From an optimization exercise on the open Yosys and OpenROAD flow, aimed at small area, a short achievable clock period and few clock cycles; shortcuts taken in it are not production practice.
The RTL was checked by simulation tests, not by an equivalence proof against the original design.

==> job 5117: inputs <==
Design dxu, start of the top module:
module dxu (
    input              clk,
    input              rst,
    input              start,
    input      [2:0]   op,
    input      [5:0]   n,
    input              u,
    input              s,
    input              doe,
    input      [255:0] a,
    input      [255:0] b,
    output             ready,
    output reg         done,
    output     [255:0] res_hi,
    output     [255:0] res_lo,
    output     [1:0]   cc,
    output     [1:0]   exc,
    output     [15:0]  detail
);
export LEC_CHECK = 0
export ABC_AREA = 1
export CAP_MARGIN = 20
export CORE_MARGIN = 2
export CORE_UTILIZATION = 30
export PLACE_DENSITY = 0.35
export SLEW_MARGIN = 20
create_clock -name core_clock -period 200.0 [get_ports {clk}]
standard.sh (not shown) runs the stock make flow with config.mk's settings and CLKGATE_MAP_FILE= SYNTH_SCRIPT=/design/flow/synth_recipe.tcl, a recipe that flattens the netlist after the stock synthesis.
==> flow/flow/run.sh <==
#!/bin/bash
# The standard layout, with the port buffers made of the smallest plain buffer
# (sky130_fd_sc_hd__buf_1) instead of the default choice.
set -euo pipefail
export BUFFER_PORTS_ARGS="-buffer_cell sky130_fd_sc_hd__buf_1"
bash standard.sh > standard.log 2>&1
==> job 1450: changes against job 5117 <==
==> flow/run.sh (new file) <==
#!/bin/bash
# synth_recipe.tcl (not shown) runs the flow's synth.tcl, then flattens the netlist and writes it again
# the make line also repeats each setting of config.mk as NAME=value (left out here)
make -C /OpenROAD-flow-scripts/flow DESIGN_CONFIG=/design/flow/config.mk WORK_HOME=/design/flow/orfs CLKGATE_MAP_FILE= SYNTH_SCRIPT=/design/flow/synth_recipe.tcl finish
removed: flow/flow/run.sh
removed: flow/standard.sh
==> job 9350: changes against job 5117 <==
--- a/flow/design.v
+++ b/flow/design.v
@@ -113,39 +113,33 @@
             bad_any = (x[3:0] < 4'hA);
             for (k = 1; k < 64; k = k + 1)
                 if (x[4*k +: 4] > 4'd9) bad_any = 1'b1;
         end
     endfunction
     wire [4*NG*K-1:0] amx = {{(4*NG*K-252){1'b0}}, am};
     wire [4*NG*K-1:0] bmx = {{(4*NG*K-252){1'b0}}, bm};
     reg [NG-1:0] gza, gzb;           
-    reg [NG-1:0] gta, gtb;           
     integer gg;
     always @* begin
         for (gg = 0; gg < NG; gg = gg + 1) begin
             gza[gg] = |amx[4*K*gg +: 4*K];
             gzb[gg] = |bmx[4*K*gg +: 4*K];
         end
-        gta[NG-1] = gza[NG-1];
-        gtb[NG-1] = gzb[NG-1];
-        for (gg = NG-2; gg >= 0; gg = gg - 1) begin
-            gta[gg] = gta[gg+1] | gza[gg];
-            gtb[gg] = gtb[gg+1] | gzb[gg];
-        end
     end
-    wire [NG-1:0] gtm = gta & gtb;                  
-    wire       swp_in = |(gtb & ~gta);              
-    wire [4:0] j_in;
-    wire       j_any;
-    dxu_enc #(.L(5), .HIGH(1)) u_jenc (.v({{(32-NG){1'b0}}, gtm}), .idx(j_in), .any(j_any));
+    wire [4:0] ga_top, gb_top;                      
+    wire       a_nz, b_nz;
+    dxu_enc #(.L(5), .HIGH(1)) u_ga (.v({{(32-NG){1'b0}}, gza}), .idx(ga_top), .any(a_nz));
+    dxu_enc #(.L(5), .HIGH(1)) u_gb (.v({{(32-NG){1'b0}}, gzb}), .idx(gb_top), .any(b_nz));
+    wire       swp_in = (ga_top < gb_top);          
+    wire [4:0] j_in   = swp_in ? ga_top : gb_top;
     wire       is_mul_in = (op == OP_DMP);
     wire       spec_in = (op == OP_DAD || op == OP_DSB || op == OP_DZP || (is_mul_in && s)) && (n == 6'd0);
     wire       bad_in  = bad_any(a) || bad_any(b);
-    wire       go_mul  = is_mul_in && !spec_in && !bad_in && gtm[0];
+    wire       go_mul  = is_mul_in && !spec_in && !bad_in && a_nz && b_nz;
     wire [251:0] mc = swp ? rb[255:4] : ra[255:4];
     wire [251:0] mq = swp ? ra[255:4] : rb[255:4];
     wire [4*NG*K-1:0] mqx = {{(4*NG*K-252){1'b0}}, mq};
     wire [4*K-1:0] dg = mqx[4*K*jcnt +: 4*K];
     wire [503:0] acc_step;
     dxu_mstep u_step (.mc(mc), .dg(dg), .acc(acc), .acc_next(acc_step));
     always @(posedge clk) begin
         if (rst) begin
==> flow/run.sh (new file) <==
#!/bin/bash
# synth_recipe.tcl (not shown) runs the flow's synth.tcl, then flattens the netlist and writes it again
# the make line also repeats each setting of config.mk as NAME=value (left out here)
make -C /OpenROAD-flow-scripts/flow DESIGN_CONFIG=/design/flow/config.mk WORK_HOME=/design/flow/orfs CLKGATE_MAP_FILE= SYNTH_SCRIPT=/design/flow/synth_recipe.tcl finish
Settings changed: CELL_PAD_IN_SITES_DETAIL_PLACEMENT set to 1, CELL_PAD_IN_SITES_GLOBAL_PLACEMENT set to 2.
removed: flow/flow/run.sh
removed: flow/standard.sh
==> comparison table <==
Status: job 5117 complete, no violations; job 9350 complete, no violations; job 1450 complete, no violations
Number of placed instances with taps included: job 5117 25,500; job 9350 25,300; job 1450 25,500
Non-Filler Instances: job 5117 25,800; job 9350 25,600; job 1450 25,800
Critical path capture point: job 5117 acc[123]; job 9350 acc[198]; job 1450 acc[123]
Clock buffers created by TritonCTS: job 5117 157; job 9350 155; job 1450 155
FF/Latch Area: job 5117 0.0260 mm2; job 9350 0.0260 mm2; job 1450 0.0260 mm2
Number of combinational gates with multiple inputs: job 5117 12,700; job 9350 12,600; job 1450 12,700
Synthesis-to-layout area growth: job 5117 12.1%; job 9350 17.2%; job 1450 16.7%
Fraction of layout cells with a size suffix above 1: job 5117 0.0601; job 9350 0.0643; job 1450 0.0588
R2r worst-path depth: job 5117 195; job 9350 195; job 1450 193
Distinct cells, synth: job 5117 71; job 9350 70; job 1450 71
Largest net degree at the start of global routing: job 5117 140; job 9350 173; job 1450 134
Hold Crit Endpoint: job 5117 acc[501]; job 9350 acc[294]; job 1450 acc[501]
Inverters: job 5117 4,087; job 9350 4,020; job 1450 4,087
Drt total wl: job 5117 870,000 um; job 9350 936,000 um; job 1450 874,000 um
Count of filler cells inserted in the layout: job 5117 50,500; job 9350 55,600; job 1450 49,500
Testbench counts of job 5117, summed over its fixed seeds: cycles 5,242.
Testbench counts of job 1450, summed over its fixed seeds: cycles 5,242.
Testbench counts of job 9350, summed over its fixed seeds: cycles 5,242.

## what the ideal ports hide
No port has a modelled driver above. Below, the same layouts with a new extraction and two added sets of constraints.
Step 1, drivers: a clkbuf_16 drives clk and a buf_2 each remaining input, both assumed.
Step 2 also shifts input and output timing later by t, the mid clock arrival at the registers, as if the neighbouring blocks saw the same clock.
Slacks: ideal / step 1 / step 2; pairs: ideal / step 1.
run | t, ns | slack for setup (ns) | worst data-port slew with drivers (ns)
job 5117 | 1.044 | 148.452 / 148.570 / 147.526 | 0.33
job 1450 | 1.035 | 147.776 / 147.890 / 146.854 | 0.28
job 9350 | 1.030 | 146.574 / 146.675 / 145.645 | 0.45
After both steps every run listed still meets setup and hold. The setup slack of job 9350, which loses most, moves by +0.101 ns with the drivers and by -0.929 ns with both steps.
